This design comes from an exercise in tuning for small area, a short achievable clock period and few clock cycles per item on the open sky130 flow, not from production work.
Only simulation tests tie the RTL to the original design; equivalence was not proved.

Setup of build 48:
// kw_unwrap
module kw_unwrap (
    input  wire         clk,
    input  wire         rst,       
    input  wire         start,     
    input  wire [127:0] kek,       
    input  wire [191:0] wrapped,   
    output wire         busy,
    output wire         done,      
    output wire         ok,        
    output wire [127:0] key        
);
Size: ~460 flip-flops, roughly 450 I/O pins, roughly 0.055 mm² of cells after synthesis.
export LEC_CHECK = 0
export CAP_MARGIN = 20
export CORE_MARGIN = 2
export CORE_UTILIZATION = 24
export SETUP_SLACK_MARGIN = 1.65
export SLEW_MARGIN = 20
export SYNTH_HIERARCHICAL = 1
create_clock -name core_clock -period 8.0 [get_ports {clk}]
standard.sh (not shown) runs the stock make flow with config.mk's settings and CLKGATE_MAP_FILE= SYNTH_SCRIPT=/design/flow/synth_recipe.tcl, a recipe that flattens the netlist after the stock synthesis.
==> flow/flow/run.sh <==
#!/bin/bash
# The standard layout (the standard.sh: ORFS synthesis to finish), with
# these changes in how it is made:
#  - the port buffers that global placement inserts on every input and
#    output are the smallest buffer (buf_1) instead of clkdlybuf4s50_1;
#  - clock tree synthesis inserts no dummy loads;
#  - timing repair only resizes and swaps cells (no new buffers);
#  - after floorplanning, the flip-flops of the round state (st) get a
#    stronger drive (same cell type, dfxtp_1 -> dfxtp_4): they drive the
#    InvMixColumns network at the start of the critical loop.
# ORFS writes each step's full log under orfs/logs/; make's output goes to
# flow_*.log and the resizing step's to upsize.log, all in this folder.
set -euo pipefail
export BUFFER_PORTS_ARGS="-buffer_cell sky130_fd_sc_hd__buf_1"
export CTS_ARGS="-sink_clustering_enable -repair_clock_nets -dont_use_dummy_load"
export SETUP_MOVE_SEQUENCE="unbuffer,sizeup,swap,vt_swap"
bash standard.sh floorplan > flow_floorplan.log 2>&1
odb=orfs/results/$FLOW_PLATFORM/kw_unwrap/base/2_floorplan.odb
ODB=$odb openroad -no_init -exit flow/upsize.tcl > upsize.log 2>&1
bash standard.sh finish > flow_finish.log 2>&1
==> flow/flow/upsize.tcl <==
# Give the state flip-flops st[*] the 4x drive version of their cell.
read_db $::env(ODB)
set db [ord::get_db]
set block [[$db getChip] getBlock]
set n 0
foreach inst [$block getInsts] {
  set name [$inst getName]
  set m [[$inst getMaster] getName]
  if {[string first "st\\\[" $name] == 0 && $m eq "sky130_fd_sc_hd__dfxtp_1"} {
    $inst swapMaster [$db findMaster sky130_fd_sc_hd__dfxtp_4]
    incr n
  }
}
puts "resized $n flip-flops"
write_db $::env(ODB)
Testbench counts of build 48, summed over its fixed seeds: cycles 67,072, items 512.
What build 9 does differently from build 48 at the input level:
# build 48
export LEC_CHECK = 0
export CAP_MARGIN = 20
export CORE_MARGIN = 2
export CORE_UTILIZATION = 24
export SETUP_SLACK_MARGIN = 1.65
export SLEW_MARGIN = 20
export SYNTH_HIERARCHICAL = 1
create_clock -name core_clock -period 8.0 [get_ports {clk}]
# build 9
export LEC_CHECK = 0
export CAP_MARGIN = 20
export CORE_MARGIN = 2
export CORE_UTILIZATION = 25
export SETUP_SLACK_MARGIN = 1.65
export SLEW_MARGIN = 20
export SYNTH_HIERARCHICAL = 1
create_clock -name core_clock -period 8.0 [get_ports {clk}]
-- flow/flow/run.sh --
<<< build 48, line 6
#  - clock tree synthesis inserts no dummy loads;
#  - timing repair only resizes and swaps cells (no new buffers);
#  - after floorplanning, the flip-flops of the round state (st) get a
#    stronger drive (same cell type, dfxtp_1 -> dfxtp_4): they drive the
>>> build 9, line 6
#  - clock tree synthesis inserts no dummy loads;
#  - after floorplanning, the flip-flops of the round state (st) and of
#    the round key (rk) get a
#    stronger drive (same cell type, dfxtp_1 -> dfxtp_4): they drive the
<<< build 48, line 15
export CTS_ARGS="-sink_clustering_enable -repair_clock_nets -dont_use_dummy_load"
export SETUP_MOVE_SEQUENCE="unbuffer,sizeup,swap,vt_swap"
bash standard.sh floorplan > flow_floorplan.log 2>&1
>>> build 9, line 15
export CTS_ARGS="-sink_clustering_enable -repair_clock_nets -dont_use_dummy_load"
bash standard.sh floorplan > flow_floorplan.log 2>&1
==> flow/flow/upsize.tcl <==
# Give the state and round-key flip-flops st[*], rk[*] the 4x drive version
# of their cell.
read_db $::env(ODB)
set db [ord::get_db]
set block [[$db getChip] getBlock]
set n 0
foreach inst [$block getInsts] {
  set name [$inst getName]
  set m [[$inst getMaster] getName]
  if {([string first "st\\\[" $name] == 0 || [string first "rk\\\[" $name] == 0) && $m eq "sky130_fd_sc_hd__dfxtp_1"} {
    $inst swapMaster [$db findMaster sky130_fd_sc_hd__dfxtp_4]
    incr n
  }
}
puts "resized $n flip-flops"
write_db $::env(ODB)
### Flow results
Worst hold slack in build 9 is 0.039 ns below build 48.
Of build 9 and build 48, the lower global-route usage belongs to build 48.
In build 9, non-filler instance count after layout is lower than in build 48.
| period utilization | build 9 vs build 48 | ≈ equal |
Final critical-path required period: higher on build 48
Looking at last element of the critical path, the st[46] result is from build 48; the st[85] one comes from build 9.
Modified inputs, build 13 compared to build 9
# build 9
export LEC_CHECK = 0
export CAP_MARGIN = 20
export CORE_MARGIN = 2
export CORE_UTILIZATION = 25
export SETUP_SLACK_MARGIN = 1.65
export SLEW_MARGIN = 20
export SYNTH_HIERARCHICAL = 1
create_clock -name core_clock -period 8.0 [get_ports {clk}]
# build 13
export LEC_CHECK = 0
export CAP_MARGIN = 20
export CORE_MARGIN = 2
export CORE_UTILIZATION = 24
export SETUP_SLACK_MARGIN = 1.5
export SLEW_MARGIN = 20
export SYNTH_HIERARCHICAL = 1
create_clock -name core_clock -period 8.0 [get_ports {clk}]
==> flow/flow/run.sh <==
#!/bin/bash
# The standard layout (the standard.sh: ORFS synthesis to finish), with
# two changes in how it is made:
#  - the port buffers that global placement inserts on every input and
#    output are the smallest buffer (buf_1) instead of clkdlybuf4s50_1;
#  - clock tree synthesis inserts no dummy loads.
# ORFS writes each step's full log under orfs/logs/; make's own output goes
# to flow.log here.
set -euo pipefail
export BUFFER_PORTS_ARGS="-buffer_cell sky130_fd_sc_hd__buf_1"
export CTS_ARGS="-sink_clustering_enable -repair_clock_nets -dont_use_dummy_load"
bash standard.sh finish > flow.log 2>&1
removed: flow/flow/upsize.tcl
### Flow results
Build 13 finished end to end and its layout was clean on timing, DRC and antenna. The clock latency at the later pin of the worst-skew pair number comes out lower for build 9 vs build 13. Met1 wire length (build 13 over build 9): decrease, 2.9%. From build 9 to build 13 the numbers moved as follows: number of library cell types mapped by synthesis saw little to no change; path length in cells of the critical path down about 12%; routed length per instance moved down; combined global-route utilization of all metal layers down 1.1 points. A library cell contributing the largest single delay on the critical path of dfxtp_1 is what build 13 shows, while dfxtp_4 belongs to build 9.
For build 63, these inputs were changed with respect to build 13:
# build 13
export LEC_CHECK = 0
export CAP_MARGIN = 20
export CORE_MARGIN = 2
export CORE_UTILIZATION = 24
export SETUP_SLACK_MARGIN = 1.5
export SLEW_MARGIN = 20
export SYNTH_HIERARCHICAL = 1
create_clock -name core_clock -period 8.0 [get_ports {clk}]
# build 63
export LEC_CHECK = 0
export CAP_MARGIN = 20
export CORE_MARGIN = 2
export CORE_UTILIZATION = 25
export SETUP_SLACK_MARGIN = 2.0
export SLEW_MARGIN = 20
export SYNTH_HIERARCHICAL = 1
create_clock -name core_clock -period 8.0 [get_ports {clk}]
==> flow/flow/run.sh <==
#!/bin/bash
# The standard layout (the standard.sh: ORFS synthesis to finish), with
# these changes in how it is made:
#  - the port buffers that global placement inserts on every input and
#    output are the smallest buffer (buf_1) instead of clkdlybuf4s50_1;
#  - clock tree synthesis inserts no dummy loads;
#  - timing repair only resizes and swaps cells (no new buffers);
#  - after floorplanning, the flip-flops of the round state (st) get a
#    stronger drive (same cell type, dfxtp_1 -> dfxtp_4): they drive the
#    InvMixColumns network at the start of the critical loop.
# ORFS writes each step's full log under orfs/logs/; make's output goes to
# flow_*.log and the resizing step's to upsize.log, all in this folder.
set -euo pipefail
export BUFFER_PORTS_ARGS="-buffer_cell sky130_fd_sc_hd__buf_1"
export CTS_ARGS="-sink_clustering_enable -repair_clock_nets -dont_use_dummy_load"
export SETUP_MOVE_SEQUENCE="unbuffer,sizeup,swap,vt_swap"
bash standard.sh floorplan > flow_floorplan.log 2>&1
odb=orfs/results/$FLOW_PLATFORM/kw_unwrap/base/2_floorplan.odb
ODB=$odb openroad -no_init -exit flow/upsize.tcl > upsize.log 2>&1
bash standard.sh finish > flow_finish.log 2>&1
==> flow/flow/upsize.tcl (new file) <==
# Give the state flip-flops st[*] the 4x drive version of their cell.
read_db $::env(ODB)
set db [ord::get_db]
set block [[$db getChip] getBlock]
set n 0
foreach inst [$block getInsts] {
  set name [$inst getName]
  set m [[$inst getMaster] getName]
  if {[string first "st\\\[" $name] == 0 && $m eq "sky130_fd_sc_hd__dfxtp_1"} {
    $inst swapMaster [$db findMaster sky130_fd_sc_hd__dfxtp_4]
    incr n
  }
}
puts "resized $n flip-flops"
write_db $::env(ODB)
==> results.txt <==
Looking at wire length across both flows, build 63 is the weaker of the two, with build 13 ahead.
Non-clock buffering overhead in the final layout: build 63 vs build 13 down 1.9 points
Delta (build 63 minus build 13): design area now larger.
From build 13 to build 63 the numbers moved as follows: total number of vias rose 0.70%, fraction of final layout cells sized beyond drive strength 1 rose 10 points, final critical path time including I/O delays and setup fell 0.12 ns.
Input-level comparison between build 65 and build 63:
# build 63
export LEC_CHECK = 0
export CAP_MARGIN = 20
export CORE_MARGIN = 2
export CORE_UTILIZATION = 25
export SETUP_SLACK_MARGIN = 2.0
export SLEW_MARGIN = 20
export SYNTH_HIERARCHICAL = 1
create_clock -name core_clock -period 8.0 [get_ports {clk}]
# build 65
export LEC_CHECK = 0
export CAP_MARGIN = 20
export CORE_MARGIN = 2
export CORE_UTILIZATION = 24
export PLACE_DENSITY = 0.75
export SETUP_SLACK_MARGIN = 1.65
export SLEW_MARGIN = 20
export SYNTH_HIERARCHICAL = 1
create_clock -name core_clock -period 8.0 [get_ports {clk}]
-- flow/flow/run.sh --
<<< build 63, line 6
#  - clock tree synthesis inserts no dummy loads;
#  - timing repair only resizes and swaps cells (no new buffers);
#  - after floorplanning, the flip-flops of the round state (st) get a
>>> build 65, line 6
#  - clock tree synthesis inserts no dummy loads;
#  - after floorplanning, the flip-flops of the round state (st) get a
<<< build 63, line 15
export CTS_ARGS="-sink_clustering_enable -repair_clock_nets -dont_use_dummy_load"
export SETUP_MOVE_SEQUENCE="unbuffer,sizeup,swap,vt_swap"
bash standard.sh floorplan > flow_floorplan.log 2>&1
>>> build 65, line 14
export CTS_ARGS="-sink_clustering_enable -repair_clock_nets -dont_use_dummy_load"
bash standard.sh floorplan > flow_floorplan.log 2>&1
Notes after the runs:
Clock period minus final worst setup slack, build 63 and build 65: larger value in build 65. Build 65 ends up with a average wire per standard cell that is about 6.5% lower than in build 63. Clock-buffer cell count: build 63 vs build 65 identical. Across build 63 and build 65, none had a timing, DRC or antenna violation. Build 65 — clock skew 0.041 ns lower, build 63 as reference. Fmax: build 65 below build 63. | total non-filler cell area in the finished layout | higher: build 63 |.
Relative to build 65, the following input files were edited for build 72:
# build 65
export LEC_CHECK = 0
export CAP_MARGIN = 20
export CORE_MARGIN = 2
export CORE_UTILIZATION = 24
export PLACE_DENSITY = 0.75
export SETUP_SLACK_MARGIN = 1.65
export SLEW_MARGIN = 20
export SYNTH_HIERARCHICAL = 1
create_clock -name core_clock -period 8.0 [get_ports {clk}]
# build 72
export LEC_CHECK = 0
export CAP_MARGIN = 20
export CORE_MARGIN = 2
export CORE_UTILIZATION = 22
export SETUP_SLACK_MARGIN = 1.8
export SLEW_MARGIN = 20
export SYNTH_HIERARCHICAL = 1
create_clock -name core_clock -period 8.0 [get_ports {clk}]
Results
- In summary, build 72 completed successfully, with a layout that passed the timing, DRC and antenna checks.
- On relative area of non-clock buffer cells in the final design: build 72 sits above build 65.
- Non-clock buffer count (lower): build 65
- Between build 65 and build 72, the post-layout minimum cycle time is lower for build 72.
- In build 72 the number of filler instances in the final layout turned out 2818 higher than in build 65.
- Worst hold slack in build 72 is 0.023 ns lower than in build 65
- Compared build 72 vs build 65, and register share of the cell area is down in build 72.
- Via count: build 65 and build 72 compared, lower one is build 72
- Build 72 reports a higher post-route standard cell area excluding fillers than build 65 does.
- In the reports for build 65 and build 72, the smaller path length in cells of the critical path belongs to build 65.

[re-timing with driven ports]
How much do the figures lean on ideal ports? The routed layouts below were timed once more, with nothing changed but the port constraints. Step 1 assumes that a clkbuf_16 drives the clock port and a buf_2 every other input. Step 2 also shifts input and output timing later by t, the mid clock arrival at the registers, as if the neighbouring blocks saw the same clock. Slacks: ideal / step 1 / step 2; pairs: ideal / step 1.
run | t, ns | setup WS [ns] | worst setup path after step 2 | latest minus earliest clock arrival (ns) | pins driven straight from the clock port
build 48 | 0.753 | 1.761 / 1.761 / 1.761 | register to register | 0.095 / 0.094 | 1
build 9 | 0.750 | 1.769 / 1.769 / 1.769 | register to register | 0.104 / 0.105 | 1
build 13 | 0.784 | 1.620 / 1.620 / 1.620 | register to register | 0.105 / 0.106 | 1
build 63 | 0.766 | 1.738 / 1.738 / 1.738 | register to register | 0.124 / 0.124 | 1
build 65 | 0.769 | 1.634 / 1.634 / 1.634 | register to register | 0.086 / 0.086 | 1
build 72 | 0.754 | 1.961 / 1.961 / 1.961 | register to register | 0.116 / 0.115 | 1
After both steps every run listed still meets setup and hold.
